This design comes from an exercise in tuning for small area, a short achievable clock period and few clock cycles per item on the open sky130 flow, not from production work.
The RTL was checked by simulation tests, not by an equivalence proof against the original design.

`flow/config.mk`:
```
export PLATFORM = sky130hd
export DESIGN_NAME = cph_aes
export DESIGN_NICKNAME = cph_aes
export VERILOG_FILES = /design/flow/design.v
export SDC_FILE = /design/flow/constraint.sdc
export NUM_CORES = 8
export LEC_CHECK = 0
export CAP_MARGIN = 20
export CORE_MARGIN = 2
export CORE_UTILIZATION = 55
export CTS_CLUSTER_DIAMETER = 100
export CTS_CLUSTER_SIZE = 20
export PLACE_DENSITY = 0.65
export SETUP_SLACK_MARGIN = 4.48
export SLEW_MARGIN = 20
export SYNTH_HIERARCHICAL = 1
export SYNTH_MINIMUM_KEEP_SIZE = 0
```
`flow/standard.sh`:
```
#!/bin/bash
# synth_recipe.tcl (not shown) runs the flow's synth.tcl, then flattens the netlist and writes it again
# the make line also repeats each setting of config.mk as NAME=value (left out here)
make -C /OpenROAD-flow-scripts/flow DESIGN_CONFIG=/design/flow/config.mk WORK_HOME=/design/flow/orfs CLKGATE_MAP_FILE= SYNTH_SCRIPT=/design/flow/synth_recipe.tcl "${@:-finish}"
```
`flow/design.v`:
```
module g_xor2  (input wire a, input wire b, output wire y); assign y = a ^ b;    endmodule
module g_xnor2 (input wire a, input wire b, output wire y); assign y = ~(a ^ b); endmodule
module g_nand2 (input wire a, input wire b, output wire y); assign y = ~(a & b); endmodule
module g_nor2  (input wire a, input wire b, output wire y); assign y = ~(a | b); endmodule
module g_mux2i (input wire a, input wire b, input wire s, output wire y); assign y = ~(s ? b : a); endmodule
module c_a21o (input wire A1, input wire A2, input wire B1, output wire X); assign X = (A1 & A2) | B1; endmodule
module c_a22o (input wire A1, input wire A2, input wire B1, input wire B2, output wire X); assign X = (A1 & A2) | (B1 & B2); endmodule
module c_a32oi (input wire A1, input wire A2, input wire A3, input wire B1, input wire B2, output wire Y); assign Y = ~((A1 & A2 & A3) | (B1 & B2)); endmodule
module c_clkinv (input wire A, output wire Y); assign Y = ~A; endmodule
module c_nand2 (input wire A, input wire B, output wire Y); assign Y = ~(A & B); endmodule
module c_nor2 (input wire A, input wire B, output wire Y); assign Y = ~(A | B); endmodule
module c_o21a (input wire A1, input wire A2, input wire B1, output wire X); assign X = (A1 | A2) & B1; endmodule
module c_o21ai (input wire A1, input wire A2, input wire B1, output wire Y); assign Y = ~((A1 | A2) & B1); endmodule
module c_o22ai (input wire A1, input wire A2, input wire B1, input wire B2, output wire Y); assign Y = ~((A1 | A2) & (B1 | B2)); endmodule
module c_or2b (input wire A, input wire B_N, output wire X); assign X = A | ~B_N; endmodule
module c_xnor2 (input wire A, input wire B, output wire Y); assign Y = ~(A ^ B); endmodule
module c_xor2 (input wire A, input wire B, output wire X); assign X = A ^ B; endmodule
module aes_ginv(d, m);
  input [3:0] d;
  wire [3:0] d;
  output [8:0] m;
  wire [8:0] m;
  wire _00_;
  wire _01_;
  wire _02_;
  wire _03_;
  wire _04_;
  wire _05_;
  wire _06_;
  wire _07_;
  wire _08_;
  wire _09_;
  wire _10_;
  wire _11_;
  wire _12_;
  wire _13_;
  wire _14_;
  wire _15_;
  wire _16_;
  wire _17_;
  wire _18_;
  wire _19_;
  wire _20_;
  c_clkinv _21_ (
    .A(d[0]),
    .Y(_00_)
  );
  c_clkinv _22_ (
    .A(d[2]),
    .Y(_01_)
  );
  c_clkinv _23_ (
    .A(d[3]),
    .Y(_02_)
  );
  c_nand2 _24_ (
    .A(d[0]),
    .B(d[2]),
    .Y(_03_)
  );
  c_or2b _25_ (
    .A(d[3]),
    .B_N(d[1]),
    .X(_04_)
  );
  c_o21ai _26_ (
    .A1(_00_),
    .A2(_02_),
    .B1(d[1]),
    .Y(_05_)
  );
  c_xor2 _27_ (
    .A(d[1]),
    .B(d[0]),
    .X(_06_)
  );
  c_o21ai _28_ (
    .A1(d[1]),
    .A2(_03_),
    .B1(_05_),
    .Y(m[7])
  );
  c_nand2 _29_ (
    .A(d[1]),
    .B(d[2]),
    .Y(_07_)
  );
  c_nand2 _30_ (
    .A(d[3]),
    .B(_07_),
    .Y(_08_)
  );
  c_o21ai _31_ (
    .A1(d[3]),
    .A2(_03_),
    .B1(_08_),
    .Y(m[6])
  );
  c_or2b _32_ (
    .A(d[1]),
    .B_N(d[3]),
    .X(_09_)
  );
  c_nand2 _33_ (
    .A(d[0]),
    .B(_09_),
    .Y(_10_)
  );
  c_nand2 _34_ (
    .A(d[2]),
    .B(_04_),
    .Y(_11_)
  );
  c_xor2 _35_ (
    .A(_10_),
    .B(_11_),
    .X(m[5])
  );
  c_nor2 _36_ (
    .A(d[0]),
    .B(_01_),
    .Y(_12_)
  );
  c_nor2 _37_ (
    .A(d[2]),
    .B(_06_),
    .Y(_13_)
  );
  c_o21ai _38_ (
    .A1(d[1]),
    .A2(_03_),
    .B1(_02_),
    .Y(_14_)
  );
  c_o22ai _39_ (
    .A1(_09_),
    .A2(_12_),
    .B1(_13_),
    .B2(_14_),
    .Y(m[4])
  );
  c_nand2 _40_ (
    .A(_00_),
    .B(_07_),
    .Y(_15_)
  );
  c_xnor2 _41_ (
    .A(_04_),
    .B(_15_),
    .Y(m[3])
  );
  c_o21ai _42_ (
    .A1(d[0]),
    .A2(_02_),
    .B1(d[1]),
    .Y(_16_)
  );
  c_a21o _43_ (
    .A1(d[1]),
    .A2(d[3]),
    .B1(d[0]),
    .X(_17_)
  );
  c_nand2 _44_ (
    .A(_01_),
    .B(_17_),
    .Y(_18_)
  );
  c_o21ai _45_ (
    .A1(_01_),
    .A2(_16_),
    .B1(_18_),
    .Y(m[2])
  );
  c_a22o _46_ (
    .A1(d[2]),
    .A2(_09_),
    .B1(_13_),
    .B2(d[3]),
    .X(m[1])
  );
  c_nand2 _47_ (
    .A(d[2]),
    .B(d[3]),
    .Y(_19_)
  );
  c_o21ai _48_ (
    .A1(d[0]),
    .A2(_01_),
    .B1(_02_),
    .Y(_20_)
  );
  c_o21a _49_ (
    .A1(d[2]),
    .A2(_06_),
    .B1(_20_),
    .X(m[0])
  );
  c_a32oi _50_ (
    .A1(_09_),
    .A2(_16_),
    .A3(_19_),
    .B1(d[2]),
    .B2(d[0]),
    .Y(m[8])
  );
endmodule
module aes_sbox_hi (
    input  wire [7:0]  a,
    output wire [17:0] m
);
    wire U0 = a[7], U1 = a[6], U2 = a[5], U3 = a[4], U4 = a[3], U5 = a[2], U6 = a[1], U7 = a[0];
    wire T1, T2, T3, T4, T5, T6, T7, T8, T9, T10, T11, T12, T13, T14, T15, T16, T17, T18, T19, T20, T21, T22, T23, T24, T25, T26, T27, M1, M2, M3, M4, M5, M6, M7, M8, M9, M10, M11, M12, M13, M14, M15, M16, M17, M18, M19, M20, M21, M22, M23, M37, M38, M39, M40, M41, M42, M43, M44, M45;
    g_xor2 u0 (.a(U0), .b(U3), .y(T1));
    g_xor2 u1 (.a(U0), .b(U5), .y(T2));
    g_xor2 u2 (.a(U0), .b(U6), .y(T3));
    g_xor2 u3 (.a(U3), .b(U5), .y(T4));
    g_xor2 u4 (.a(U4), .b(U6), .y(T5));
    g_xor2 u5 (.a(T1), .b(T5), .y(T6));
    g_xor2 u6 (.a(U1), .b(U2), .y(T7));
    g_xor2 u7 (.a(U7), .b(T6), .y(T8));
    g_xor2 u8 (.a(U7), .b(T7), .y(T9));
    g_xor2 u9 (.a(T6), .b(T7), .y(T10));
    g_xor2 u10 (.a(U1), .b(U5), .y(T11));
    g_xor2 u11 (.a(U2), .b(U5), .y(T12));
    g_xor2 u12 (.a(T3), .b(T4), .y(T13));
    g_xor2 u13 (.a(T6), .b(T11), .y(T14));
    g_xor2 u14 (.a(T5), .b(T11), .y(T15));
    g_xor2 u15 (.a(T5), .b(T12), .y(T16));
    g_xor2 u16 (.a(T9), .b(T16), .y(T17));
    g_xor2 u17 (.a(U3), .b(U7), .y(T18));
    g_xor2 u18 (.a(T7), .b(T18), .y(T19));
    g_xor2 u19 (.a(T1), .b(T19), .y(T20));
    g_xor2 u20 (.a(U6), .b(U7), .y(T21));
    g_xor2 u21 (.a(T7), .b(T21), .y(T22));
    g_xor2 u22 (.a(T2), .b(T22), .y(T23));
    g_xor2 u23 (.a(T2), .b(T10), .y(T24));
    g_xor2 u24 (.a(T20), .b(T17), .y(T25));
    g_xor2 u25 (.a(T3), .b(T16), .y(T26));
    g_xor2 u26 (.a(T1), .b(T12), .y(T27));
    g_nand2 u27 (.a(T13), .b(T6), .y(M1));
    g_nand2 u28 (.a(T23), .b(T8), .y(M2));
    g_xnor2 u29 (.a(T14), .b(M1), .y(M3));
    g_nand2 u30 (.a(T19), .b(U7), .y(M4));
    g_xor2 u31 (.a(M4), .b(M1), .y(M5));
    g_nand2 u32 (.a(T3), .b(T16), .y(M6));
    g_nand2 u33 (.a(T22), .b(T9), .y(M7));
    g_xnor2 u34 (.a(T26), .b(M6), .y(M8));
    g_nand2 u35 (.a(T20), .b(T17), .y(M9));
    g_xor2 u36 (.a(M9), .b(M6), .y(M10));
    g_nand2 u37 (.a(T1), .b(T15), .y(M11));
    g_nand2 u38 (.a(T4), .b(T27), .y(M12));
    g_xor2 u39 (.a(M12), .b(M11), .y(M13));
    g_nand2 u40 (.a(T2), .b(T10), .y(M14));
    g_xor2 u41 (.a(M14), .b(M11), .y(M15));
    g_xnor2 u42 (.a(M3), .b(M2), .y(M16));
    g_xor2 u43 (.a(M5), .b(T24), .y(M17));
    g_xnor2 u44 (.a(M8), .b(M7), .y(M18));
    g_xor2 u45 (.a(M10), .b(M15), .y(M19));
    g_xor2 u46 (.a(M16), .b(M13), .y(M20));
    g_xor2 u47 (.a(M17), .b(M15), .y(M21));
    g_xor2 u48 (.a(M18), .b(M13), .y(M22));
    g_xor2 u49 (.a(M19), .b(T25), .y(M23));
    aes_ginv u_inv (.d({M20, M21, M22, M23}), .m({M45, M44, M43, M42, M41, M40, M39, M38, M37}));
    g_nand2 u50 (.a(M44), .b(T6), .y(m[0]));
    g_nand2 u51 (.a(M40), .b(T8), .y(m[1]));
    g_nand2 u52 (.a(M39), .b(U7), .y(m[2]));
    g_nand2 u53 (.a(M43), .b(T16), .y(m[3]));
    g_nand2 u54 (.a(M38), .b(T9), .y(m[4]));
    g_nand2 u55 (.a(M37), .b(T17), .y(m[5]));
    g_nand2 u56 (.a(M42), .b(T15), .y(m[6]));
    g_nand2 u57 (.a(M45), .b(T27), .y(m[7]));
    g_nand2 u58 (.a(M41), .b(T10), .y(m[8]));
    g_nand2 u59 (.a(M44), .b(T13), .y(m[9]));
    g_nand2 u60 (.a(M40), .b(T23), .y(m[10]));
    g_nand2 u61 (.a(M39), .b(T19), .y(m[11]));
    g_nand2 u62 (.a(M43), .b(T3), .y(m[12]));
    g_nand2 u63 (.a(M38), .b(T22), .y(m[13]));
    g_nand2 u64 (.a(M37), .b(T20), .y(m[14]));
    g_nand2 u65 (.a(M42), .b(T1), .y(m[15]));
    g_nand2 u66 (.a(M45), .b(T4), .y(m[16]));
    g_nand2 u67 (.a(M41), .b(T2), .y(m[17]));
endmodule
module aes_sbox_lo (
    input  wire [17:0] m,
    output wire [7:0]  y
);
    wire M46 = m[0], M47 = m[1], M48 = m[2], M49 = m[3], M50 = m[4], M51 = m[5], M52 = m[6], M53 = m[7], M54 = m[8], M55 = m[9], M56 = m[10], M57 = m[11], M58 = m[12], M59 = m[13], M60 = m[14], M61 = m[15], M62 = m[16], M63 = m[17];
    wire L0, L1, L2, L3, L4, L5, L6, L7, L8, L9, L10, L11, L12, L13, L14, L15, L16, L17, L18, L19, L20, L21, L22, L23, L24, L25, L26, L27, L28, L29;
    g_xor2 u0 (.a(M61), .b(M62), .y(L0));
    g_xor2 u1 (.a(M50), .b(M56), .y(L1));
    g_xor2 u2 (.a(M46), .b(M48), .y(L2));
    g_xor2 u3 (.a(M47), .b(M55), .y(L3));
    g_xor2 u4 (.a(M54), .b(M58), .y(L4));
    g_xor2 u5 (.a(M49), .b(M61), .y(L5));
    g_xnor2 u6 (.a(M62), .b(L5), .y(L6));
    g_xnor2 u7 (.a(M46), .b(L3), .y(L7));
    g_xor2 u8 (.a(M51), .b(M59), .y(L8));
    g_xor2 u9 (.a(M52), .b(M53), .y(L9));
    g_xnor2 u10 (.a(M53), .b(L4), .y(L10));
    g_xnor2 u11 (.a(M60), .b(L2), .y(L11));
    g_xor2 u12 (.a(M48), .b(M51), .y(L12));
    g_xnor2 u13 (.a(M50), .b(L0), .y(L13));
    g_xor2 u14 (.a(M52), .b(M61), .y(L14));
    g_xnor2 u15 (.a(M55), .b(L1), .y(L15));
    g_xnor2 u16 (.a(M56), .b(L0), .y(L16));
    g_xnor2 u17 (.a(M57), .b(L1), .y(L17));
    g_xnor2 u18 (.a(M58), .b(L8), .y(L18));
    g_xnor2 u19 (.a(M63), .b(L4), .y(L19));
    g_xor2 u20 (.a(L0), .b(L1), .y(L20));
    g_xor2 u21 (.a(L1), .b(L7), .y(L21));
    g_xor2 u22 (.a(L3), .b(L12), .y(L22));
    g_xor2 u23 (.a(L18), .b(L2), .y(L23));
    g_xor2 u24 (.a(L15), .b(L9), .y(L24));
    g_xor2 u25 (.a(L6), .b(L10), .y(L25));
    g_xor2 u26 (.a(L7), .b(L9), .y(L26));
    g_xor2 u27 (.a(L8), .b(L10), .y(L27));
    g_xor2 u28 (.a(L11), .b(L14), .y(L28));
    g_xor2 u29 (.a(L11), .b(L17), .y(L29));
    g_xor2 u30 (.a(L6), .b(L24), .y(y[7]));
    g_xnor2 u31 (.a(L16), .b(L26), .y(y[6]));
    g_xnor2 u32 (.a(L19), .b(L28), .y(y[5]));
    g_xor2 u33 (.a(L6), .b(L21), .y(y[4]));
    g_xor2 u34 (.a(L20), .b(L22), .y(y[3]));
    g_xor2 u35 (.a(L25), .b(L29), .y(y[2]));
    g_xnor2 u36 (.a(L13), .b(L27), .y(y[1]));
    g_xnor2 u37 (.a(L6), .b(L23), .y(y[0]));
endmodule
module aes_mixcol (
    input  wire [31:0] c,      
    input  wire        en,
    output wire [31:0] g
);
    wire [7:0] s [0:3];
    assign s[0] = c[31:24]; assign s[1] = c[23:16]; assign s[2] = c[15:8]; assign s[3] = c[7:0];
    wire [7:0] p [0:3];        
    wire [7:0] x [0:3];        
    wire [7:0] t;              
    wire [7:0] u [0:3];        
    genvar i, b;
    generate
        for (i = 0; i < 4; i = i + 1) begin : g_col
            for (b = 0; b < 8; b = b + 1) begin : g_bit
                g_xor2 u_p (.a(s[i][b]), .b(s[(i+1)%4][b]), .y(p[i][b]));
                if (b == 1 || b == 3 || b == 4) begin : g_red
                    g_xor2 u_x (.a(p[i][b-1]), .b(p[i][7]), .y(x[i][b]));
                end else if (b == 0) begin : g_b0
                    assign x[i][0] = p[i][7];
                end else begin : g_sh
                    assign x[i][b] = p[i][b-1];
                end
                g_xor2  u_u (.a(t[b]), .b(x[i][b]), .y(u[i][b]));
                g_nand2 u_g (.a(en), .b(u[i][b]), .y(g[31 - 8*i - 7 + b]));
            end
        end
        for (b = 0; b < 8; b = b + 1) begin : g_t
            g_xor2 u_t (.a(p[0][b]), .b(p[2][b]), .y(t[b]));
        end
    endgenerate
endmodule
module cph_aes (
    input  wire         clk,
    input  wire         rst,          
    input  wire         in_valid,
    output wire         in_ready,
    input  wire [255:0] in_key,       
    input  wire [127:0] in_block,     
    output reg          out_valid,
    output wire [127:0] out_block     
);
    reg          s_busy;
    reg  [3:0]   s_round;             
    reg  [127:0] st;                  
    reg  [127:0] qa;                  
    reg  [127:0] qb;                  
    reg          p_busy;
    reg  [3:0]   p_round;             
    reg  [287:0] pm;                  
    reg  [127:0] ra, rb;              
    reg  [71:0] rm;                  
    reg          rdy, ld_n;
    reg  [127:0] res;                 
    wire load = !ld_n;
    assign in_ready  = rdy;
    assign out_block = res;
    genvar g;
    wire [287:0] pm_d;
    wire [71:0] rm_d;
    generate
        for (g = 0; g < 16; g = g + 1) begin : g_sbh
            aes_sbox_hi u_sb (.a(st[127 - 8*g -: 8]), .m(pm_d[287 - 18*g -: 18]));
        end
        for (g = 0; g < 4; g = g + 1) begin : g_ksbh
            aes_sbox_hi u_ksb (.a(qb[31 - 8*g -: 8]), .m(rm_d[71 - 18*g -: 18]));
        end
    endgenerate
    wire [127:0] sub;
    generate
        for (g = 0; g < 16; g = g + 1) begin : g_sbl
            aes_sbox_lo u_sb (.m(pm[287 - 18*g -: 18]), .y(sub[127 - 8*g -: 8]));
        end
    endgenerate
    wire [127:0] shf;
    generate
        for (g = 0; g < 16; g = g + 1) begin : g_sr
            assign shf[127 - 8*g -: 8] = sub[127 - 8*((g + 4*(g % 4)) % 16) -: 8];
        end
    endgenerate
    wire p_last = (p_round == 4'd14);
    wire mc_en  = ld_n;
    wire [127:0] mg;           
    generate
        for (g = 0; g < 4; g = g + 1) begin : g_mc
            aes_mixcol u_mc (.c(shf[127 - 32*g -: 32]), .en(mc_en), .g(mg[127 - 32*g -: 32]));
        end
    endgenerate
    wire [127:0] xr, rk_n, rnd_out;
    generate
        for (g = 0; g < 128; g = g + 1) begin : g_ark
            wire ik, xs_n;
            g_xor2  u_r (.a(shf[g]), .b(rb[g]), .y(xr[g]));
            g_xor2  u_i (.a(in_block[g]), .b(in_key[128 + g]), .y(ik));
            g_mux2i u_s (.a(xr[g]), .b(ik), .s(load), .y(xs_n));
            g_xor2  u_m (.a(xs_n), .b(mg[g]), .y(rnd_out[g]));
            g_mux2i u_k (.a(rb[g]), .b(in_key[128 + g]), .s(load), .y(rk_n[g]));
        end
    endgenerate
    wire [31:0] ksub;
    generate
        for (g = 0; g < 4; g = g + 1) begin : g_ksbl
            aes_sbox_lo u_ksb (.m(rm[71 - 18*g -: 18]), .y(ksub[31 - 8*g -: 8]));
        end
    endgenerate
    reg [7:0] rcon;
    always @(*) begin
        case (p_round[3:1])
            3'd0:    rcon = 8'h01;
            3'd1:    rcon = 8'h02;
            3'd2:    rcon = 8'h04;
            3'd3:    rcon = 8'h08;
            3'd4:    rcon = 8'h10;
            3'd5:    rcon = 8'h20;
            3'd6:    rcon = 8'h40;
            default: rcon = 8'h80;
        endcase
    end
    wire [31:0] t_n;           
    wire [31:0] ksub_rot = {ksub[23:0], ksub[31:24]};
    generate
        for (g = 0; g < 32; g = g + 1) begin : g_rot
            g_mux2i u_r (.a(ksub[g]), .b(ksub_rot[g]), .s(p_round[0]), .y(t_n[g]));
        end
    endgenerate
    wire [31:0] rc = {p_round[0] ? rcon : 8'h00, 24'h0};
    wire [31:0] b0 = ra[127:96], b1 = ra[95:64], b2 = ra[63:32], b3 = ra[31:0];
    wire [31:0] c1, c2, c3, n0, n1, n2, n3;
    generate
        for (g = 0; g < 32; g = g + 1) begin : g_ks
            wire e0, e1, e2, e3;
            g_xor2  u_p1 (.a(b0[g]), .b(b1[g]), .y(c1[g]));     
            g_xor2  u_p2 (.a(c1[g]), .b(b2[g]), .y(c2[g]));     
            g_xor2  u_p3 (.a(c2[g]), .b(b3[g]), .y(c3[g]));     
            if (g >= 24) begin : g_rc
                g_xor2 u_r0 (.a(b0[g]), .b(rc[g]), .y(e0));
                g_xor2 u_r1 (.a(c1[g]), .b(rc[g]), .y(e1));
                g_xor2 u_r2 (.a(c2[g]), .b(rc[g]), .y(e2));
                g_xor2 u_r3 (.a(c3[g]), .b(rc[g]), .y(e3));
            end else begin : g_norc
                assign e0 = b0[g];
                assign e1 = c1[g];
                assign e2 = c2[g];
                assign e3 = c3[g];
            end
            g_xor2  u_n0 (.a(e0), .b(t_n[g]), .y(n0[g]));
            g_xnor2 u_n1 (.a(e1), .b(t_n[g]), .y(n1[g]));
            g_xor2  u_n2 (.a(e2), .b(t_n[g]), .y(n2[g]));
            g_xnor2 u_n3 (.a(e3), .b(t_n[g]), .y(n3[g]));
        end
    endgenerate
    always @(posedge clk) begin
        if (rst) begin
            s_busy    <= 1'b0;
            p_busy    <= 1'b0;
            out_valid <= 1'b0;
            rdy       <= 1'b1;
            ld_n      <= 1'b0;
            s_round   <= 4'd1;
            p_round   <= 4'd1;
        end else begin
            p_busy    <= s_busy;
            p_round   <= s_round;
            out_valid <= p_busy && p_last;
            rdy       <= !s_busy || (s_round == 4'd14);
            ld_n      <= s_busy && (s_round != 4'd14);
            if (load) begin
                s_busy  <= in_valid;
                s_round <= 4'd1;
            end else begin
                s_busy  <= 1'b1;
                s_round <= p_round + 4'd1;
            end
        end
    end
    always @(posedge clk) begin
        pm <= pm_d;
        ra <= qa;
        rb <= qb;
        rm <= rm_d;
        st <= rnd_out;
        qa <= rk_n;
        res <= xr;
        qb <= load ? in_key[127:0] : {n0, n1, n2, n3};
    end
endmodule
```
`flow/flow/run.sh`:
```
#!/bin/bash
# The standard layout, except that the port buffers are plain
# sky130_fd_sc_hd__buf_1 cells rather than the delay cells buffer_ports picks.
set -euo pipefail
bash standard.sh "BUFFER_PORTS_ARGS=-buffer_cell sky130_fd_sc_hd__buf_1" finish > standard_flow.log 2>&1
```
`flow/constraint.sdc`:
```
create_clock -name core_clock -period 8.0 [get_ports {clk}]
set_input_delay 1.6000 -clock core_clock [delete_from_list [all_inputs] [get_ports {clk}]]
set_output_delay 1.6000 -clock core_clock [all_outputs]
set_load 0.01 [all_outputs]
```
==> impl_metrics.py, run 1 <==
metrics = {
    "status": {
        "status": "no timing/DRC/antenna violations",
    },
    "floorplanning": {
        "dieArea_um2": 104000,
        "num_io_pins": 517,
        "std_cell_rows": 116,
        "fp.dieH_um": 322,
        "die_w_um": 322,
        "initial_core_util_pct": 55.5,
        "coreArea_um2": 100000,
    },
    "critical_path": {
        "worstSetupPathType": "reg2reg",
        "slowest_stage": "xnor2_1",
        "crit_top_cell": "xor2_1",
        "endpoint_kind": "register",
        "cp.required_ns": 8.49,
        "rr_worst_depth": 9,
        "cp-start-kind": "register",
        "r2r-start": "pm[239]",
        "slowest_delay_ns": 0.93,
        "critPathArrivalTime_ns": 4.05,
        "regToRegSetupSlack_ns": 4.44,
        "crit_chain": "xor2_1 -> xnor2_1 -> xor2_1 -> xnor2_1 -> xor2_1 -> xor2_1 -> xor2_1 -> nand2_1 -> xor2_1",
        "worstPathMaxFanout": 4,
        "r2r-end": "st[48]",
    },
    "grt": {
        "antenna_found_initial": 10,
        "gr-total-overflow": 0,
        "grt_max_degree": 121,
        "grt_pass1_wl_um": 245000,
        "track_usage_pct": 32.8,
        "grt_pass1_vias": 36900,
    },
    "hold_path": {
        "hold-path-endpoint": "ra[40]",
        "hold_depth": 0,
        "hp-class": "reg2reg",
        "min_from": "qa[40]",
    },
    "route": {
        "wl_met3_um": 8730,
        "dr.pass1.iters": 5,
        "viasPerCell": 5.15,
        "top_layer": "met5",
        "vias": 38000,
        "wl_met1_um": 78200,
        "wire_per_inst_um": 23.6,
        "antenna_left": 0,
        "drc": 0,
        "first_iter_violations": 2890,
        "wl_um": 174000,
        "wl_met2_um": 80500,
    },
    "timing": {
        "rsz0062_at_grt": "true",
        "worst_slack_ns": 4.44,
        "fmax_ghz": 0.281,
        "layout_min_cycle_time_ns": 3.56,
        "maxSlewHeadroom_pct": 17.1,
        "slew_violations": 0,
        "setup_viol": 0,
        "tns_ns": 0,
        "worst_pin_slew_ns": 1.21,
        "finalCritPeriodShare_pct": 44.5,
        "skew_ns": 0.0326,
        "hold_violations": 0,
    },
    "clock_tree": {
        "cts_tree": "yes",
        "numCtsBuffers": 67,
        "clockBufferDepth": 3,
        "hold_buffers": 0,
        "path_clk_slew_ns": 0.09,
        "cts_sinks": 1141,
        "cts-root-buf": "clkbuf_16",
        "clock_latency_ns": 0.68,
        "htreeDepth": 3,
    },
    "synth": {
        "syn-cell-area_um2": 55600,
        "synthCells": 5435,
        "synth-edff-count": 0,
        "yosysWarnings": 8,
        "synth_area_leader_cell": "dfxtp_1",
        "ys_seq_elements": 1141,
        "synthTopCellsByCount": "xor2_1 (2172), dfxtp_1 (1141), nand2_1 (832), xnor2_1 (445), mux2i_1 (289)",
        "synth-main-ff-cell": "dfxtp_1",
        "synth_area_leaders": "dfxtp_1 (41%), xor2_1 (34%), xnor2_1 (7.0%), nand2_1 (5.6%), mux2i_1 (5.2%)",
        "ys_seq_area_share_pct": 41.1,
        "yosysTopAreaCellShare_pct": 41.1,
        "synth_cell_types": 29,
        "synthArstFlopShare_pct": 0,
        "synth_nets": 5824,
        "yosysMostFrequentCell": "xor2_1",
        "avgSynthCellArea_um2": 10.2,
    },
    "place": {
        "io_buffers": 516,
        "dp_cells": 7286,
        "pre_cts_slack_ns": 4.15,
        "dp_hpwl_um": 145000,
        "place_congestion": 0.970,
        "dpl_cell_area_um2": 59500,
    },
    "cells_and_area": {
        "fin_area_um2": 62200,
        "drive_gt1_share_pct": 6.35,
        "fin_cells": 7378,
        "synthToLayoutAreaGrowth_pct": 11.9,
        "nFillCells": 8685,
        "fin_nets": 6456,
    },
    "flow_run": {
        "drv_cap": 0,
    },
}
==> layout make-up <==
type / instances / area [um2] / area share, %
Multi-Input combinational cell: 4216 / 33300 / 53.4
Timing Repair Buffer: 579 / 2450 / 3.93
Clock inverter: 9 / 111 / 0.179
Sequential cell: 1141 / 22900 / 36.7
Inverter: 62 / 236 / 0.380
Clock buffer: 70 / 1710 / 2.75
Antenna cell: 3 / 7.51 / 0.0121
Tap cell: 1298 / 1620 / 2.61
==> layout by cell type, fill, tap and decap left out, drive strengths merged, types with 50 or more instances in the layout <==
cell type,Yosys,layout
nor2,50,50
mux2i,289,289
mux2,128,128
nand2,832,832
o21ai,140,140
clkbuf,1,70
buf,15,579
xor2,2172,2172
dfxtp,1141,1141
inv,62,66
xnor2,445,445
==> cell families (layout without fill, tap and decap cells) <==
kind of cell             Yosys count  after routing  synth area share [%]
buffers and inverters             78            720                 0.634
adder cells (fa/ha/maj)            2              2                0.0450
multiplexers                     417            417                  7.79
other                              0              3                     0
flip-flops                      1141           1141                  41.1
AND/OR/NAND/NOR                  940            940                  6.61
AO/OA/AOI/OAI                    240            240                  2.65
XOR/XNOR                        2617           2617                  41.2
==> state kept, by name (all words and copies together) (netlist names) <==
name	cells
ld_n	1
out_valid	1
p_busy	1
p_round	4
pm	288
qa	128
qb	128
ra	128
rb	128
rdy	1
res	128
rm	72
s_busy	1
s_round	4
st	128
==> per-stage QoR <==
stage | util (%) | hold WS (ns)
2_1_floorplan | - | 0.310
3_3_place_gp | 59.4 | 0.310
3_5_place_dp | 59.5 | 0.312
4_1_cts | 61.5 | 0.318
5_1_grt | 62.1 | 0.314
6_report | 62.2 | 0.316
==> worst max-delay path: cells and delay by family (launching register included) <==
kind                      cells  cell delay, ns
and+or+nand+nor               1            0.11
DFF                           1            0.38
xor gates and xnor gates      8            2.88
==> per-module statistics from Yosys, one instance, submodules excluded, excerpt <==
module	times used	flops+latches	cell area, um2
g_mux2i	288	0	10.0
c_xor2	40	0	8.76
c_a32oi	20	0	8.76
g_xnor2	424	0	8.76
c_xnor2	20	0	8.76
c_o21a	20	0	7.51
c_or2b	40	0	6.26
c_o22ai	20	0	6.26
c_o21ai	140	0	5.00
c_nand2	160	0	3.75
c_clkinv	60	0	3.75
==> worst max-delay path by stage <==
stage                        from  endpoint  slack, ns  depth (start not counted)
after CTS                  pm[15]    st[98]       4.48                          9
after detailed placement  st[103]   pm[220]       4.15                         11
final                     pm[239]    st[48]       4.44                          9
after global routing      pm[280]    st[97]       4.39                          9
after floorplan              ld_n     st[0]       1.07                          6
after global placement     pm[15]    st[98]       4.05                          9
==> repair_timing <==
action                                  in CTS  in global routing
endpoints found under the setup margin     104                360
gates resized for setup                     28                 81
buffers inserted                             0                 10
pin swaps                                    0                  1
==> per-layer routing <==
metal	track usage (%)	vias to the layer above
li1	-	18300
met1	44.6	18200
met2	53.8	1183
met3	3.57	227
met4	11.9	4
met5	0	-
Testbench counts, summed over its fixed seeds: cycles 45,408, items 3,238.
==> run 2, diff against run 1 <==
--- a/flow/config.mk
+++ b/flow/config.mk
@@ -11,7 +11,7 @@
 export CTS_CLUSTER_DIAMETER = 100
 export CTS_CLUSTER_SIZE = 20
 export PLACE_DENSITY = 0.65
-export SETUP_SLACK_MARGIN = 4.48
+export SETUP_SLACK_MARGIN = 4.9
 export SLEW_MARGIN = 20
 export SYNTH_HIERARCHICAL = 1
 export SYNTH_MINIMUM_KEEP_SIZE = 0
==> impl_metrics.py, run 2 <==
metrics = {
    "critical_path": {
        "rr_worst_depth": 9,
        "r2r-start": "pm[207]",
        "worstSetupPathType": "reg2reg",
        "cp-endpoint": "st[78]",
        "worstPathMaxFanout": 4,
        "r2r-end": "st[78]",
        "endpoint_kind": "register",
        "cp.required_ns": 8.55,
        "regToRegSetupSlack_ns": 4.79,
        "cp-start-kind": "register",
        "critPathArrivalTime_ns": 3.76,
        "crit_start": "pm[207]",
    },
    "timing": {
        "tns_ns": 0,
        "hold_violations": 0,
        "worst_slack_ns": 4.79,
        "worst_pin_slew_ns": 1.18,
        "skew_ns": 0.0346,
        "setup_viol": 0,
        "rsz0062_at_grt": "true",
        "layout_min_cycle_time_ns": 3.21,
        "fmax_ghz": 0.312,
        "finalCritPeriodShare_pct": 40.1,
        "maxSlewHeadroom_pct": 18.8,
        "slew_violations": 0,
    },
    "grt": {
        "grt_pass1_vias": 37500,
        "antenna_found_initial": 13,
        "grt_max_degree": 121,
        "grt_pass1_wl_um": 248000,
        "track_usage_pct": 33.2,
        "gr-total-overflow": 0,
    },
    "synth": {
        "ys_seq_elements": 1141,
        "synth-main-ff-cell": "dfxtp_1",
        "synth_cell_types": 29,
        "synth_area_leaders": "dfxtp_1 (41%), xor2_1 (34%), xnor2_1 (7.0%), nand2_1 (5.6%), mux2i_1 (5.2%)",
        "synth_area_leader_cell": "dfxtp_1",
        "ys_seq_area_share_pct": 41.1,
        "syn-cell-area_um2": 55600,
        "synthArstFlopShare_pct": 0,
        "avgSynthCellArea_um2": 10.2,
        "synth_nets": 5824,
        "yosysTopAreaCellShare_pct": 41.1,
        "yosysWarnings": 8,
        "synthTopCellsByCount": "xor2_1 (2172), dfxtp_1 (1141), nand2_1 (832), xnor2_1 (445), mux2i_1 (289)",
        "yosysMostFrequentCell": "xor2_1",
        "synthCells": 5435,
        "synth-edff-count": 0,
    },
    "cells_and_area": {
        "largest_reg_flops": 288,
        "fin_area_um2": 67100,
        "layout_commonest_cell": "xor2_1",
        "synthToLayoutAreaGrowth_pct": 20.6,
        "final_cell_mix": "xor2_1 (1762), dfxtp_1 (1071), nand2_1 (832)",
        "drive_gt1_share_pct": 15.4,
        "fin_nets": 6594,
        "fin_util_pct": 67.0,
        "largest-register": "pm",
    },
    "floorplanning": {
        "die_w_um": 322,
        "num_io_pins": 517,
        "fp.dieH_um": 322,
        "initial_core_util_pct": 55.5,
        "coreArea_um2": 100000,
        "std_cell_rows": 116,
        "dieArea_um2": 104000,
    },
    "route": {
        "drc": 0,
        "antenna_left": 0,
        "viasPerCell": 5.12,
        "first_iter_violations": 2681,
        "wl_um": 179000,
        "dr.pass1.iters": 5,
        "vias": 38500,
        "wire_per_inst_um": 23.8,
    },
    "clock_tree": {
        "cts_tree": "yes",
        "numCtsBuffers": 67,
        "clock_latency_ns": 0.68,
        "clockBufferDepth": 3,
        "path_clk_slew_ns": 0.09,
        "cts-root-buf": "clkbuf_16",
        "hold_buffers": 0,
        "htreeDepth": 3,
        "cts_sinks": 1141,
    },
    "status": {
        "status": "no timing/DRC/antenna violations",
    },
    "hold_path": {
        "hp-class": "reg2reg",
    },
    "place": {
        "dp_hpwl_um": 145000,
        "pre_cts_slack_ns": 4.15,
        "dpl_cell_area_um2": 59500,
        "io_buffers": 516,
        "place_congestion": 0.970,
    },
    "flow_run": {
        "drv_cap": 0,
    },
}
[run 2: cell counts after synthesis]
No cell type changed its count.
[run 2: through the flow]
stage          instances  hold slack, ns
2_1_floorplan       5435           0.310
3_3_place_gp        7286           0.310
3_5_place_dp        7286           0.312
4_1_cts             7417           0.318
5_1_grt             7513           0.314
6_report            7516           0.317
[run 2: worst max-delay path, cell delays in order, from the launching register on]
cell	delay, ns
dfxtp_1	0.36
xor2_1	0.20
xnor2_1	0.42
xor2_1	0.18
xnor2_2	0.35
xor2_1	0.35
xor2_2	0.32
xor2_1	0.40
nand2_1	0.18
xor2_2	0.34
[run 2: final cells by class]
class	instances	area (um2)
Multi-Input combinational cell	4216	36900
Antenna cell	3	7.51
Fill cell	8116	33000
Clock inverter	9	111
Inverter	62	236
Tap cell	1298	1620
Sequential cell	1141	23000
Timing Repair Buffer	717	3550
Clock buffer	70	1710
[run 2: Yosys stat by module (local to each module, per instance), a selection]
module	cells inside	cell area, um2
c_nor2	1	3.75
c_a22o	1	8.76
c_xnor2	1	8.76
c_or2b	1	6.26
c_o21a	1	7.51
c_a21o	1	7.51
g_nand2	1	3.75
c_clkinv	1	3.75
c_o21ai	1	5.00
c_xor2	1	8.76
g_xor2	1	8.76
c_nand2	1	3.75
c_o22ai	1	6.26
g_mux2i	1	10.0
g_xnor2	1	8.76
[run 2: worst min-delay path by stage]
stage          startpoint  endpoint  cells past startpoint
6_report           qa[40]    ra[40]                      0
5_1_grt            qa[40]    ra[40]                      0
4_1_cts            qa[40]    ra[40]                      0
3_5_place_dp      qa[111]   ra[111]                      0
3_3_place_gp      qb[104]   rb[104]                      0
2_1_floorplan       qa[0]     ra[0]                      0
[run 2: cells by family (layout without fill, tap and decap cells)]
family / Yosys count / after routing / share of synthesized area [%]
simple gates: 940 / 940 / 6.61
flops: 1141 / 1141 / 41.1
other cells: 0 / 3 / 0
compound gates: 240 / 240 / 2.65
buf+inv: 78 / 858 / 0.634
fa+ha+maj: 2 / 2 / 0.0450
mux: 417 / 417 / 7.79
xor+xnor: 2617 / 2617 / 41.2
[run 2: per-layer routing]
| metal | up-vias | track usage [%] | wire length [um] |
|---|---|---|---|
| li1 | 18300 | - | - |
| met1 | 18700 | 44.7 | 77800 |
| met2 | 1215 | 54.4 | 82800 |
| met3 | 267 | 4.07 | 9740 |
| met4 | 10 | 12.7 | 8260 |
| met5 | - | 0 | 68 |
[run 2: repair_timing]
action	CTS	global route
resized for setup	258	376
pin swaps	22	86
setup endpoints to repair	455	450
hold endpoints to repair	0	0
buffers inserted	52	96
==> run 3, diff against run 2 <==
--- a/flow/config.mk
+++ b/flow/config.mk
@@ -7,11 +7,11 @@
 export LEC_CHECK = 0
 export CAP_MARGIN = 20
 export CORE_MARGIN = 2
-export CORE_UTILIZATION = 55
+export CORE_UTILIZATION = 45
 export CTS_CLUSTER_DIAMETER = 100
 export CTS_CLUSTER_SIZE = 20
-export PLACE_DENSITY = 0.65
-export SETUP_SLACK_MARGIN = 4.9
+export PLACE_DENSITY = 0.6
+export SETUP_SLACK_MARGIN = 4.7
 export SLEW_MARGIN = 20
 export SYNTH_HIERARCHICAL = 1
 export SYNTH_MINIMUM_KEEP_SIZE = 0
==> impl_metrics.py, run 3 <==
metrics = {
    "critical_path": {
        "r2r-start": "pm[5]",
        "cpLargestDelayFamily": "XOR/XNOR gates",
        "cp-start-kind": "register",
        "endpoint_kind": "register",
        "worstSetupPathType": "reg2reg",
        "timing.critical_path.buf_inv": 0,
        "slowest_stage": "xnor2_2",
        "crit_chain": "xor2_1 -> xnor2_1 -> xor2_1 -> xnor2_2 -> xor2_1 -> xor2_1 -> xor2_1 -> nand2_1 -> xor2_1",
        "critical_path_depth": 9,
        "regToRegSetupSlack_ns": 4.65,
        "slowest_delay_ns": 0.72,
        "critPathArrivalTime_ns": 3.88,
        "rr_worst_depth": 9,
        "worstPathMaxFanout": 4,
        "crit_top_cell": "xor2_1",
        "cp.required_ns": 8.52,
        "r2r-end": "st[96]",
    },
    "grt": {
        "grt_pass1_wl_um": 255000,
        "antenna_found_initial": 6,
        "grt_max_degree": 112,
        "gr-total-overflow": 0,
        "grt_pass1_vias": 37400,
        "track_usage_pct": 28.0,
    },
    "timing": {
        "fmax_ghz": 0.298,
        "rsz0062_at_grt": "true",
        "slew_violations": 0,
        "hold_violations": 0,
        "layout_min_cycle_time_ns": 3.35,
        "maxSlewHeadroom_pct": 18.9,
        "finalCritPeriodShare_pct": 41.9,
        "worst_pin_slew_ns": 1.18,
        "hold_ws_ns": 0.309,
        "tns_ns": 0,
        "setup_viol": 0,
        "skew_ns": 0.0385,
    },
    "floorplanning": {
        "initial_core_util_pct": 45.2,
        "die_w_um": 356,
        "fp.dieH_um": 356,
        "coreArea_um2": 123000,
        "std_cell_rows": 129,
        "num_io_pins": 517,
        "dieArea_um2": 126000,
    },
    "hold_path": {
        "min_from": "qb[62]",
        "hold-path-endpoint": "rb[62]",
        "hp-class": "reg2reg",
        "hold_depth": 0,
    },
    "synth": {
        "synthTopCellsByCount": "xor2_1 (2172), dfxtp_1 (1141), nand2_1 (832), xnor2_1 (445), mux2i_1 (289)",
        "synth_area_leader_cell": "dfxtp_1",
        "synth_area_leaders": "dfxtp_1 (41%), xor2_1 (34%), xnor2_1 (7.0%), nand2_1 (5.6%), mux2i_1 (5.2%)",
        "synthArstFlopShare_pct": 0,
        "synthCells": 5435,
        "syn-cell-area_um2": 55600,
        "yosysWarnings": 8,
        "synth-edff-count": 0,
        "ys_seq_area_share_pct": 41.1,
        "yosysTopAreaCellShare_pct": 41.1,
        "synth_nets": 5824,
        "synth_cell_types": 29,
        "synth-main-ff-cell": "dfxtp_1",
        "yosysMostFrequentCell": "xor2_1",
        "ys_seq_elements": 1141,
        "avgSynthCellArea_um2": 10.2,
    },
    "cells_and_area": {
        "largest-register": "pm",
        "largest_reg_flops": 288,
        "drive_gt1_share_pct": 9.54,
        "final_cell_mix": "xor2_1 (1956), dfxtp_1 (1124), nand2_1 (832)",
        "fin_nets": 6497,
        "synthToLayoutAreaGrowth_pct": 16.0,
        "layout_commonest_cell": "xor2_1",
        "fin_util_pct": 52.4,
        "nFillCells": 11200,
    },
    "route": {
        "wire_per_inst_um": 23.7,
        "vias": 38200,
        "dr.pass1.iters": 6,
        "viasPerCell": 4.93,
        "wl_um": 184000,
        "antenna_left": 0,
        "drc": 0,
        "first_iter_violations": 3234,
    },
    "flow_run": {
        "drv_cap": 0,
    },
    "place": {
        "io_buffers": 516,
        "dp_hpwl_um": 151000,
        "place_congestion": 0.969,
    },
    "clock_tree": {
        "clockBufferDepth": 3,
        "cts_tree": "yes",
        "path_clk_slew_ns": 0.09,
        "hold_buffers": 0,
        "cts_sinks": 1141,
        "clock_latency_ns": 0.69,
        "htreeDepth": 3,
        "cts-root-buf": "clkbuf_16",
        "numCtsBuffers": 68,
    },
    "status": {
        "status": "no timing/DRC/antenna violations",
    },
}
## run 3: metal layers
metal | part of all wire (%) | GRT usage [%] | vias to the layer above | wire, um
li1 | - | - | 18300 | -
met1 | 45 | 38.6 | 18500 | 82500
met2 | 45 | 44.8 | 1203 | 83200
met3 | 5.9 | 3.77 | 243 | 10800
met4 | 3.9 | 10.4 | 6 | 7090
met5 | 0.021 | 0 | - | 38
## run 3: per-stage QoR
stage,setup WS [ns],cell area (um2),std cells
6_report,4.65,64500,7756
5_1_grt,4.60,64500,7751
4_1_cts,4.59,62700,7702
3_5_place_dp,4.02,60000,7626
3_3_place_gp,4.00,60000,7626
2_1_floorplan,1.07,55600,5435
## run 3: worst max-delay path by stage
stage               startpoint       to
detailed placement      pm[10]  st[103]
global placement        pm[10]  st[103]
finish                   pm[5]   st[96]
floorplan                 ld_n    st[0]
global route             pm[5]   st[96]
CTS                     pm[10]  st[103]
## run 3: what timing repair did
item,CTS,global route
buffers inserted,0,48
pin swaps,2,34
gates cloned,0,1
resized for setup,115,190
endpoints found under the hold margin,0,0
endpoints found under the setup margin,405,431
## run 3: cells by family (layout without fill, tap and decap cells)
| group | Yosys count | count (layout) | share of synthesized area [%] |
|---|---|---|---|
| adder cells (fa/ha/maj) | 2 | 2 | 0.0450 |
| XOR/XNOR | 2617 | 2618 | 41.2 |
| AO/OA/AOI/OAI | 240 | 240 | 2.65 |
| buffers and inverters | 78 | 756 | 0.634 |
| AND/OR/NAND/NOR | 940 | 940 | 6.61 |
| other | 0 | 5 | 0 |
| multiplexers | 417 | 417 | 7.79 |
| flip-flops | 1141 | 1141 | 41.1 |
## run 3: layout make-up
cell class | instances | area (um2) | share of cell area (%)
Antenna cell | 5 | 12.5 | 0.0194
Clock buffer | 72 | 1780 | 2.76
Clock inverter | 4 | 56.3 | 0.0872
Inverter | 62 | 236 | 0.366
Multi-Input combinational cell | 4217 | 34800 | 54.0
Sequential cell | 1141 | 22900 | 35.4
Tap cell | 1637 | 2050 | 3.17
Timing Repair Buffer | 618 | 2720 | 4.21
## run 3: Yosys stat by module, one instance, submodules excluded, a selection
module / area (um2) / times used / cells / flip-flops and latches
cph_aes: 24600 / 1 / 1323 / 1141
g_mux2i: 10.0 / 288 / 1 / 0
g_xor2: 8.76 / 2132 / 1 / 0
c_a22o: 8.76 / 20 / 1 / 0
c_xnor2: 8.76 / 20 / 1 / 0
c_a32oi: 8.76 / 20 / 1 / 0
c_xor2: 8.76 / 40 / 1 / 0
g_xnor2: 8.76 / 424 / 1 / 0
c_a21o: 7.51 / 20 / 1 / 0
c_o21a: 7.51 / 20 / 1 / 0
c_o22ai: 6.26 / 20 / 1 / 0
c_or2b: 6.26 / 40 / 1 / 0
c_o21ai: 5.00 / 140 / 1 / 0
g_nand2: 3.75 / 668 / 1 / 0
c_clkinv: 3.75 / 60 / 1 / 0
c_nand2: 3.75 / 160 / 1 / 0
==> run 4, diff against run 3 <==
--- a/flow/config.mk
+++ b/flow/config.mk
@@ -11,7 +11,7 @@
 export CTS_CLUSTER_DIAMETER = 100
 export CTS_CLUSTER_SIZE = 20
 export PLACE_DENSITY = 0.6
-export SETUP_SLACK_MARGIN = 4.7
+export SETUP_SLACK_MARGIN = 5.0
 export SLEW_MARGIN = 20
 export SYNTH_HIERARCHICAL = 1
 export SYNTH_MINIMUM_KEEP_SIZE = 0
==> impl_metrics.py, run 4 <==
metrics = {
    "clock_tree": {
        "clockBufferDepth": 3,
        "cts_tree": "yes",
        "cts-root-buf": "clkbuf_16",
        "cts_sinks": 1141,
        "numCtsBuffers": 68,
        "htreeDepth": 3,
        "path_clk_slew_ns": 0.09,
        "hold_buffers": 0,
        "clock_latency_ns": 0.68,
    },
    "critical_path": {
        "critPathArrivalTime_ns": 3.63,
        "crit_chain": "xor2_1 -> xnor2_1 -> xnor2_1 -> mux2i_2 -> xnor2_1 -> mux2_2",
        "cp.required_ns": 8.57,
        "worstPathMaxFanout": 4,
        "cpLargestDelayFamily": "XOR/XNOR gates",
        "timing.critical_path.buf_inv": 0,
        "endpoint_kind": "register",
        "slowest_stage": "mux2i_2",
        "cp-start-kind": "register",
        "worstSetupPathType": "reg2reg",
        "slowest_delay_ns": 0.83,
        "crit_top_cell": "xnor2_1",
    },
    "route": {
        "vias": 39400,
        "first_iter_violations": 3194,
        "viasPerCell": 4.94,
        "drc": 0,
        "wl_um": 190000,
        "wire_per_inst_um": 23.8,
        "antenna_left": 0,
        "dr.pass1.iters": 6,
    },
    "grt": {
        "track_usage_pct": 28.5,
        "grt_max_degree": 112,
        "gr-total-overflow": 0,
        "grt_pass1_wl_um": 260000,
        "grt_pass1_vias": 38200,
        "antenna_found_initial": 10,
    },
    "synth": {
        "synthArstFlopShare_pct": 0,
        "yosysTopAreaCellShare_pct": 41.1,
        "ys_seq_elements": 1141,
        "synthTopCellsByCount": "xor2_1 (2172), dfxtp_1 (1141), nand2_1 (832), xnor2_1 (445), mux2i_1 (289)",
        "avgSynthCellArea_um2": 10.2,
        "yosysMostFrequentCell": "xor2_1",
        "synth_cell_types": 29,
        "synth_nets": 5824,
        "synth-main-ff-cell": "dfxtp_1",
        "synthCells": 5435,
        "ys_seq_area_share_pct": 41.1,
        "synth_area_leader_cell": "dfxtp_1",
        "yosysWarnings": 8,
        "synth_area_leaders": "dfxtp_1 (41%), xor2_1 (34%), xnor2_1 (7.0%), nand2_1 (5.6%), mux2i_1 (5.2%)",
        "synth-edff-count": 0,
        "syn-cell-area_um2": 55600,
    },
    "timing": {
        "maxSlewHeadroom_pct": 31.8,
        "hold_violations": 0,
        "slew_violations": 0,
        "layout_min_cycle_time_ns": 3.06,
        "setup_viol": 0,
        "rsz0062_at_grt": "true",
        "hold_ws_ns": 0.312,
        "skew_ns": 0.0369,
        "finalCritPeriodShare_pct": 38.2,
        "tns_ns": 0,
        "worst_pin_slew_ns": 1.02,
        "worst_slack_ns": 4.94,
        "fmax_ghz": 0.327,
    },
    "cells_and_area": {
        "final_cell_mix": "xor2_1 (1666), dfxtp_1 (1022), nand2_1 (832)",
        "multi_input_comb_area_um2": 38400,
        "layout_commonest_cell": "xor2_1",
        "largest_reg_flops": 288,
        "fin_area_um2": 70200,
        "nFillCells": 10600,
        "fin_nets": 6726,
        "largest-register": "pm",
        "synthToLayoutAreaGrowth_pct": 26.2,
        "register_area_um2": 23000,
        "fin_cells": 7983,
        "drive_gt1_share_pct": 20.0,
    },
    "place": {
        "dp_hpwl_um": 151000,
        "pre_cts_slack_ns": 4.02,
        "place_congestion": 0.969,
        "dpl_cell_area_um2": 60000,
        "dp_cells": 7626,
        "io_buffers": 516,
    },
    "floorplanning": {
        "coreArea_um2": 123000,
        "dieArea_um2": 126000,
        "fp.dieH_um": 356,
        "num_io_pins": 517,
        "initial_core_util_pct": 45.2,
        "std_cell_rows": 129,
        "die_w_um": 356,
    },
    "flow_run": {
        "drv_cap": 0,
    },
    "hold_path": {
        "hp-class": "reg2reg",
    },
    "status": {
        "status": "no timing/DRC/antenna violations",
    },
}
run 4: cell count changes in the layout (fill, tap and decap cells not counted), sizes merged:
cell and change:
buf +229, diode -2
run 4: Yosys stat by module (local to each module, per instance), a selection:
module	flip-flops and latches	area, um2	cells inside	copies in the design
cph_aes	1141	24600	1323	1
c_nor2	0	3.75	1	40
g_mux2i	0	10.0	1	288
c_o21a	0	7.51	1	20
c_or2b	0	6.26	1	40
c_xnor2	0	8.76	1	20
g_xnor2	0	8.76	1	424
c_a21o	0	7.51	1	20
c_xor2	0	8.76	1	40
c_o21ai	0	5.00	1	140
c_clkinv	0	3.75	1	60
c_o22ai	0	6.26	1	20
g_xor2	0	8.76	1	2132
c_a22o	0	8.76	1	20
run 4: timing repair:
action	CTS	global route
pin swaps	70	174
buffers inserted	80	197
gates resized for setup	379	482
setup endpoints to repair	495	487
cloned	0	1
run 4: routing by layer:
metal,global-route usage (%),vias to the layer above,part of all wire (%),wire length [um]
met5,0,-,0.024,46
met4,10.9,8,4.1,7810
met3,3.96,298,6.3,12000
met2,45.5,1427,46,87700
met1,39.0,19200,43,82600
li1,-,18500,-,-
run 4: cells by family after synthesis:
group	synth area share, %
AO/OA/AOI/OAI	2.65
XOR/XNOR	41.2
adder cells (fa/ha/maj)	0.0450
buffers and inverters	0.634
flip-flops	41.1
multiplexers	7.79
AND/OR/NAND/NOR	6.61
run 4: path summary, 6_finish.rpt:
kind	from	end	slack (ns)	depth (start not counted)
setup / recovery	rm[33]	qb[80]	4.94	6
hold / removal	qb[102]	rb[102]	0.31	0
setup reg to reg	rm[33]	qb[80]	4.94	6
hold reg to reg	qb[102]	rb[102]	0.31	0
run 4: cell type report:
cell class | instances | share of cell area, %
clock buffer | 72 | 2.54
timing repair buffer | 847 | 6.59
multi-input combinational | 4217 | 54.8
sequential | 1141 | 32.8
antenna | 3 | 0.0107
tap | 1637 | 2.92
clock inverter | 4 | 0.0802
inverter | 62 | 0.337
run 4: through the flow:
step / util (%)
global placement: 48.7
floorplan: -
CTS: 53.0
detailed placement: 48.7
finish: 57.0
global route: 57.0
==> run 5, diff against run 4 <==
--- a/flow/config.mk
+++ b/flow/config.mk
@@ -7,10 +7,10 @@
 export LEC_CHECK = 0
 export CAP_MARGIN = 20
 export CORE_MARGIN = 2
-export CORE_UTILIZATION = 45
+export CORE_UTILIZATION = 60
 export CTS_CLUSTER_DIAMETER = 100
 export CTS_CLUSTER_SIZE = 20
-export PLACE_DENSITY = 0.6
+export PLACE_DENSITY = 0.7
 export SETUP_SLACK_MARGIN = 5.0
 export SLEW_MARGIN = 20
 export SYNTH_HIERARCHICAL = 1
==> impl_metrics.py, run 5 <==
metrics = {
    "timing": {
        "slew_violations": 0,
        "rsz0062_at_grt": "true",
        "worst_pin_slew_ns": 1.31,
        "layout_min_cycle_time_ns": 3.30,
        "tns_ns": 0,
        "fmax_ghz": 0.303,
        "maxSlewHeadroom_pct": 9.98,
        "hold_ws_ns": 0.324,
        "skew_ns": 0.0263,
        "finalCritPeriodShare_pct": 41.2,
        "setup_viol": 0,
        "hold_violations": 0,
    },
    "synth": {
        "avgSynthCellArea_um2": 10.2,
        "ys_seq_elements": 1141,
        "yosysTopAreaCellShare_pct": 41.1,
        "synthTopCellsByCount": "xor2_1 (2172), dfxtp_1 (1141), nand2_1 (832), xnor2_1 (445), mux2i_1 (289)",
        "yosysMostFrequentCell": "xor2_1",
        "synth_area_leader_cell": "dfxtp_1",
        "synth_cell_types": 29,
        "synth-edff-count": 0,
        "synth-main-ff-cell": "dfxtp_1",
        "synthCells": 5435,
        "synthArstFlopShare_pct": 0,
        "syn-cell-area_um2": 55600,
        "yosysWarnings": 8,
        "synth_nets": 5824,
        "ys_seq_area_share_pct": 41.1,
        "synth_area_leaders": "dfxtp_1 (41%), xor2_1 (34%), xnor2_1 (7.0%), nand2_1 (5.6%), mux2i_1 (5.2%)",
    },
    "floorplanning": {
        "initial_core_util_pct": 60.6,
        "num_io_pins": 517,
        "coreArea_um2": 91800,
        "std_cell_rows": 111,
        "fp.dieH_um": 308,
        "dieArea_um2": 95200,
        "die_w_um": 308,
    },
    "place": {
        "place_congestion": 1.00,
        "dp_hpwl_um": 140000,
        "io_buffers": 516,
    },
    "critical_path": {
        "rr_worst_depth": 9,
        "endpoint_kind": "register",
        "worstPathMaxFanout": 4,
        "cp-start-kind": "register",
        "critPathArrivalTime_ns": 3.82,
        "cp.required_ns": 8.52,
        "worstSetupPathType": "reg2reg",
    },
    "route": {
        "drc": 0,
        "wire_per_inst_um": 24.0,
        "wl_um": 182000,
        "antenna_left": 0,
        "viasPerCell": 5.29,
        "dr.pass1.iters": 6,
        "vias": 40100,
        "first_iter_violations": 3608,
    },
    "grt": {
        "track_usage_pct": 35.9,
        "antenna_found_initial": 7,
        "grt_pass1_wl_um": 248000,
        "gr-total-overflow": 0,
        "grt_max_degree": 93,
        "grt_pass1_vias": 38700,
    },
    "clock_tree": {
        "htreeDepth": 3,
        "numCtsBuffers": 67,
        "clockBufferDepth": 3,
        "cts-root-buf": "clkbuf_16",
        "path_clk_slew_ns": 0.08,
        "clock_latency_ns": 0.66,
        "cts_tree": "yes",
        "hold_buffers": 0,
        "cts_sinks": 1141,
    },
    "status": {
        "status": "no timing/DRC/antenna violations",
    },
    "hold_path": {
        "hp-class": "reg2reg",
        "hold_depth": 0,
    },
    "cells_and_area": {
        "synthToLayoutAreaGrowth_pct": 25.0,
        "largest-register": "pm",
        "layout_commonest_cell": "xor2_1",
        "largest_reg_flops": 288,
        "drive_gt1_share_pct": 20.0,
        "fin_nets": 6732,
        "final_cell_mix": "xor2_1 (1661), dfxtp_1 (1021), nand2_1 (832)",
    },
    "flow_run": {
        "drv_cap": 0,
    },
}
==> run 5: layout make-up <==
cell class                      count  area, um2
Timing Repair Buffer              853       4630
Sequential cell                  1141      23000
Clock inverter                      6       75.1
Clock buffer                       71       1730
Tap cell                         1243       1560
Multi-Input combinational cell   4218      38300
Fill cell                        6405      22300
Antenna cell                        2       5.00
Inverter                           62        236
==> run 5: routing by layer <==
layer  part of all wire (%)  track usage, %  vias up
met5                      0               0        -
met4                    5.3            16.5        0
met3                    7.7            5.54      349
met2                     47            57.9     1665
met1                     40            47.4    19600
li1                       -               -    18500
==> run 5: worst max-delay path: stages, from the launching register on <==
cell and delay [ns]:
dfxtp_1 0.40, xor2_2 0.30, xnor2_1 0.18, xor2_1 0.25
xor2_2 0.49, xor2_2 0.45, xor2_1 0.28, xor2_1 0.27
nand2_1 0.16, xor2_2 0.39
==> run 5: path summary, 6_finish.rpt <==
check	start	to	slack, ns
setup / recovery	pm[100]	st[115]	4.70
hold / removal	qb[58]	rb[58]	0.32
setup reg to reg	pm[100]	st[115]	4.70
hold reg to reg	qb[58]	rb[58]	0.32
==> run 5: stage by stage <==
step	instances	util (%)	worst slack, ns	instance area [um2]
6_report	7596	75.7	4.70	69500
5_1_grt	7594	75.7	4.72	69500
4_1_cts	7374	70.5	4.94	64700
3_5_place_dp	7224	64.7	4.25	59400
3_3_place_gp	7224	64.7	4.20	59400
2_1_floorplan	5435	-	1.07	55600
==> run 5: kinds of logic after synthesis <==
| group | share of synthesized area [%] |
|---|---|
| adder cells (fa/ha/maj) | 0.0450 |
| buffers and inverters | 0.634 |
| AND/OR/NAND/NOR | 6.61 |
| XOR/XNOR | 41.2 |
| AO/OA/AOI/OAI | 2.65 |
| multiplexers | 7.79 |
| flip-flops | 41.1 |
==> run 5: modules after synthesis (local to each module, per instance), excerpt <==
module / cell area [um2] / flip-flops and latches / cells inside
c_a21o: 7.51 / 0 / 1
c_a22o: 8.76 / 0 / 1
c_a32oi: 8.76 / 0 / 1
c_clkinv: 3.75 / 0 / 1
c_nand2: 3.75 / 0 / 1
c_nor2: 3.75 / 0 / 1
c_o21a: 7.51 / 0 / 1
c_o21ai: 5.00 / 0 / 1
c_o22ai: 6.26 / 0 / 1
c_or2b: 6.26 / 0 / 1
c_xnor2: 8.76 / 0 / 1
c_xor2: 8.76 / 0 / 1
g_mux2i: 10.0 / 0 / 1
g_nand2: 3.75 / 0 / 1
g_xnor2: 8.76 / 0 / 1
g_xor2: 8.76 / 0 / 1
==> run 5: timing repair <==
action | in CTS | in global routing
pin swaps | 52 | 146
buffers inserted | 73 | 218
cloned | 0 | 2
endpoints found under the setup margin | 491 | 477
resized for setup | 394 | 459
==> run 6, diff against run 5 <==
--- a/flow/config.mk
+++ b/flow/config.mk
@@ -7,10 +7,10 @@
 export LEC_CHECK = 0
 export CAP_MARGIN = 20
 export CORE_MARGIN = 2
-export CORE_UTILIZATION = 60
+export CORE_UTILIZATION = 50
 export CTS_CLUSTER_DIAMETER = 100
 export CTS_CLUSTER_SIZE = 20
-export PLACE_DENSITY = 0.7
+export PLACE_DENSITY = 0.62
 export SETUP_SLACK_MARGIN = 5.0
 export SLEW_MARGIN = 20
 export SYNTH_HIERARCHICAL = 1
==> impl_metrics.py, run 6 <==
metrics = {
    "route": {
        "wl_um": 188000,
        "wire_per_inst_um": 24.0,
        "first_iter_violations": 2778,
        "dr.pass1.iters": 5,
        "viasPerCell": 5.02,
        "vias": 39500,
    },
    "floorplanning": {
        "fp.dieH_um": 338,
        "dieArea_um2": 114000,
        "num_io_pins": 517,
        "coreArea_um2": 111000,
        "initial_core_util_pct": 50.3,
    },
    "critical_path": {
        "cp.required_ns": 8.60,
        "timing.critical_path.buf_inv": 0,
        "endpoint_kind": "register",
        "cp-start-kind": "register",
        "cp-endpoint": "qb[92]",
        "slowest_stage": "xor2_1",
        "critical_path_depth": 6,
        "r2r-start": "rm[51]",
        "critPathArrivalTime_ns": 3.70,
        "regToRegSetupSlack_ns": 4.90,
        "crit_start": "rm[51]",
    },
    "timing": {
        "skew_ns": 0.0353,
        "rsz0062_at_grt": "true",
        "hold_ws_ns": 0.319,
        "fmax_ghz": 0.323,
        "maxSlewHeadroom_pct": 20.3,
        "layout_min_cycle_time_ns": 3.10,
        "finalCritPeriodShare_pct": 38.7,
        "hold_violations": 0,
    },
    "cells_and_area": {
        "synthToLayoutAreaGrowth_pct": 25.9,
        "largest-register": "pm",
        "layout_commonest_cell": "xor2_1",
        "final_cell_mix": "xor2_1 (1649), dfxtp_1 (1018), nand2_1 (831)",
        "fin_cells": 7857,
    },
    "grt": {
        "grt_max_degree": 94,
        "grt_pass1_wl_um": 258000,
        "antenna_found_initial": 6,
        "grt_pass1_vias": 38100,
        "gr-total-overflow": 0,
    },
    "synth": {
        "synth_compound_area_share_pct": 2.65,
        "yosysMostFrequentCell": "xor2_1",
        "avgSynthCellArea_um2": 10.2,
        "yosys.area_share.simple_pct": 6.61,
        "ys_seq_area_share_pct": 41.1,
        "synthMuxAreaShare_pct": 7.79,
        "synthTopCellsByCount": "xor2_1 (2172), dfxtp_1 (1141), nand2_1 (832), xnor2_1 (445), mux2i_1 (289)",
        "syn-cell-area_um2": 55600,
        "ys_seq_elements": 1141,
        "yosysWarnings": 8,
        "synthArstFlopShare_pct": 0,
        "synth_top_family_by_area": "XOR/XNOR gates",
        "synth-edff-count": 0,
        "synth_fa_ha_area_share_pct": 0.0450,
        "synth_area_leader_cell": "dfxtp_1",
    },
    "clock_tree": {
        "htreeDepth": 3,
        "cts_sinks": 1141,
        "clock_latency_ns": 0.68,
        "clockBufferDepth": 3,
        "path_clk_slew_ns": 0.09,
        "cts-root-buf": "clkbuf_16",
        "hold_buffers": 0,
        "numCtsBuffers": 67,
    },
    "place": {
        "place_congestion": 0.968,
        "io_buffers": 516,
        "pre_cts_slack_ns": 4.09,
    },
    "status": {
        "status": "no timing/DRC/antenna violations",
    },
    "flow_run": {
        "drv_cap": 0,
    },
}
-- run 6: cell types whose count changed in the layout (fill, tap and decap cells not counted), moves of 3 or more --
| cell | before | now |
|---|---|---|
| inv_6 | 4 | 1 |
| dfxtp_4 | 12 | 7 |
| dfxtp_1 | 1021 | 1018 |
| mux2i_1 | 275 | 264 |
| xor2_2 | 399 | 418 |
| xor2_4 | 114 | 105 |
| dfxtp_2 | 108 | 116 |
| xor2_1 | 1661 | 1649 |
| mux2i_2 | 14 | 19 |
| buf_4 | 324 | 341 |
| mux2i_4 | 0 | 6 |
-- run 6: timing repair --
item,in CTS,in global routing
setup buffers,95,208
pin swaps,67,162
setup endpoints to repair,521,474
cloned,0,0
resized for setup,433,429
-- run 6: per-stage QoR --
| stage | instance area, um2 | utilization [%] |
|---|---|---|
| floorplan | 55600 | - |
| global placement | 59800 | 54.1 |
| detailed placement | 59800 | 54.1 |
| CTS | 65500 | 59.3 |
| global route | 70000 | 63.4 |
| finish | 70000 | 63.4 |
-- run 6: cell families after synthesis --
group	count (synthesis)
adder cells (fa/ha/maj)	2
flip-flops	1141
multiplexers	417
XOR/XNOR	2617
AND/OR/NAND/NOR	940
buffers and inverters	78
AO/OA/AOI/OAI	240
-- run 6: worst min path at each step --
stage          slack [ns]  endpoint  startpoint  depth (start not counted)
2_1_floorplan        0.31     ra[0]       qa[0]                          0
3_3_place_gp         0.31    rb[77]      qb[77]                          0
3_5_place_dp         0.31    ra[99]      qa[99]                          0
4_1_cts              0.32     ra[6]       qa[6]                          0
5_1_grt              0.33    ra[47]      qa[47]                          0
6_report             0.32    ra[47]      qa[47]                          0
-- run 6: final cells by class --
type                    count  area, um2
inverters                  62        236
flip-flops and latches   1141      23000
multi-input cells        4216      38300
repair buffers            871       4770
well taps                1488       1860
clock buffers              74       1800
diodes                      3       7.51
fillers                  9193      40500
clock inverters             2       25.0
-- run 6: layer usage --
metal	wire length, um	vias up	GRT usage, %
met5	0	-	0
met4	6910	0	11.3
met3	12100	236	4.06
met2	87600	1360	51.1
met1	81700	19300	43.5
li1	-	18500	-
-- run 6: worst reg2reg max path, cell delays in order (launching register included) --
cell     delay [ns]
dfxtp_1        0.35
xor2_1         0.18
xnor2_1        0.60
xor2_1         0.69
mux2i_4        0.31
xnor2_1        0.63
mux2_2         0.28
-- run 6: modules after synthesis (local to each module, per instance), excerpt --
| module | flip-flops and latches | cells inside | area [um2] |
|---|---|---|---|
| g_xor2 | 0 | 1 | 8.76 |
| c_o21ai | 0 | 1 | 5.00 |
| g_mux2i | 0 | 1 | 10.0 |
| c_or2b | 0 | 1 | 6.26 |
| g_nand2 | 0 | 1 | 3.75 |
| c_clkinv | 0 | 1 | 3.75 |
| c_xor2 | 0 | 1 | 8.76 |
| c_o21a | 0 | 1 | 7.51 |
| c_xnor2 | 0 | 1 | 8.76 |
| c_nand2 | 0 | 1 | 3.75 |
| c_a22o | 0 | 1 | 8.76 |
| g_xnor2 | 0 | 1 | 8.76 |
| c_o22ai | 0 | 1 | 6.26 |
| cph_aes | 1141 | 1323 | 24600 |
| c_nor2 | 0 | 1 | 3.75 |

==> what the ideal ports hide <==
The flow's constraints put no driver on any port. The routed layouts listed below were extracted and timed again, unchanged, in two steps.
Step 1: set_driving_cell puts a clkbuf_16 on clk and a buf_2 on each other input, an assumption about the parent block.
Step 2 moves the port delays by t, midway between the first and last clock arrival at a register: inputs arrive t later, outputs are due t later. That takes back most of the time a late clock gives input paths.
Three values: ideal, step 1, step 2; two values: the first two.
run	t (ns)	setup WS [ns]	worst setup path after step 2	clock arrival spread, ns	pins driven straight from the clock port
run 1	0.738	4.439 / 4.439 / 4.439	register to register	0.033 / 0.033	1
run 2	0.735	4.792 / 4.792 / 4.792	register to register	0.034 / 0.034	1
run 3	0.746	4.645 / 4.645 / 4.645	register to register	0.043 / 0.044	1
run 4	0.744	4.940 / 4.940 / 4.940	register to register	0.040 / 0.040	1
run 5	0.720	4.701 / 4.701 / 4.701	register to register	0.029 / 0.029	1
run 6	0.746	4.904 / 4.904 / 4.904	register to register	0.036 / 0.037	1
After both steps setup and hold are still met in every run listed.
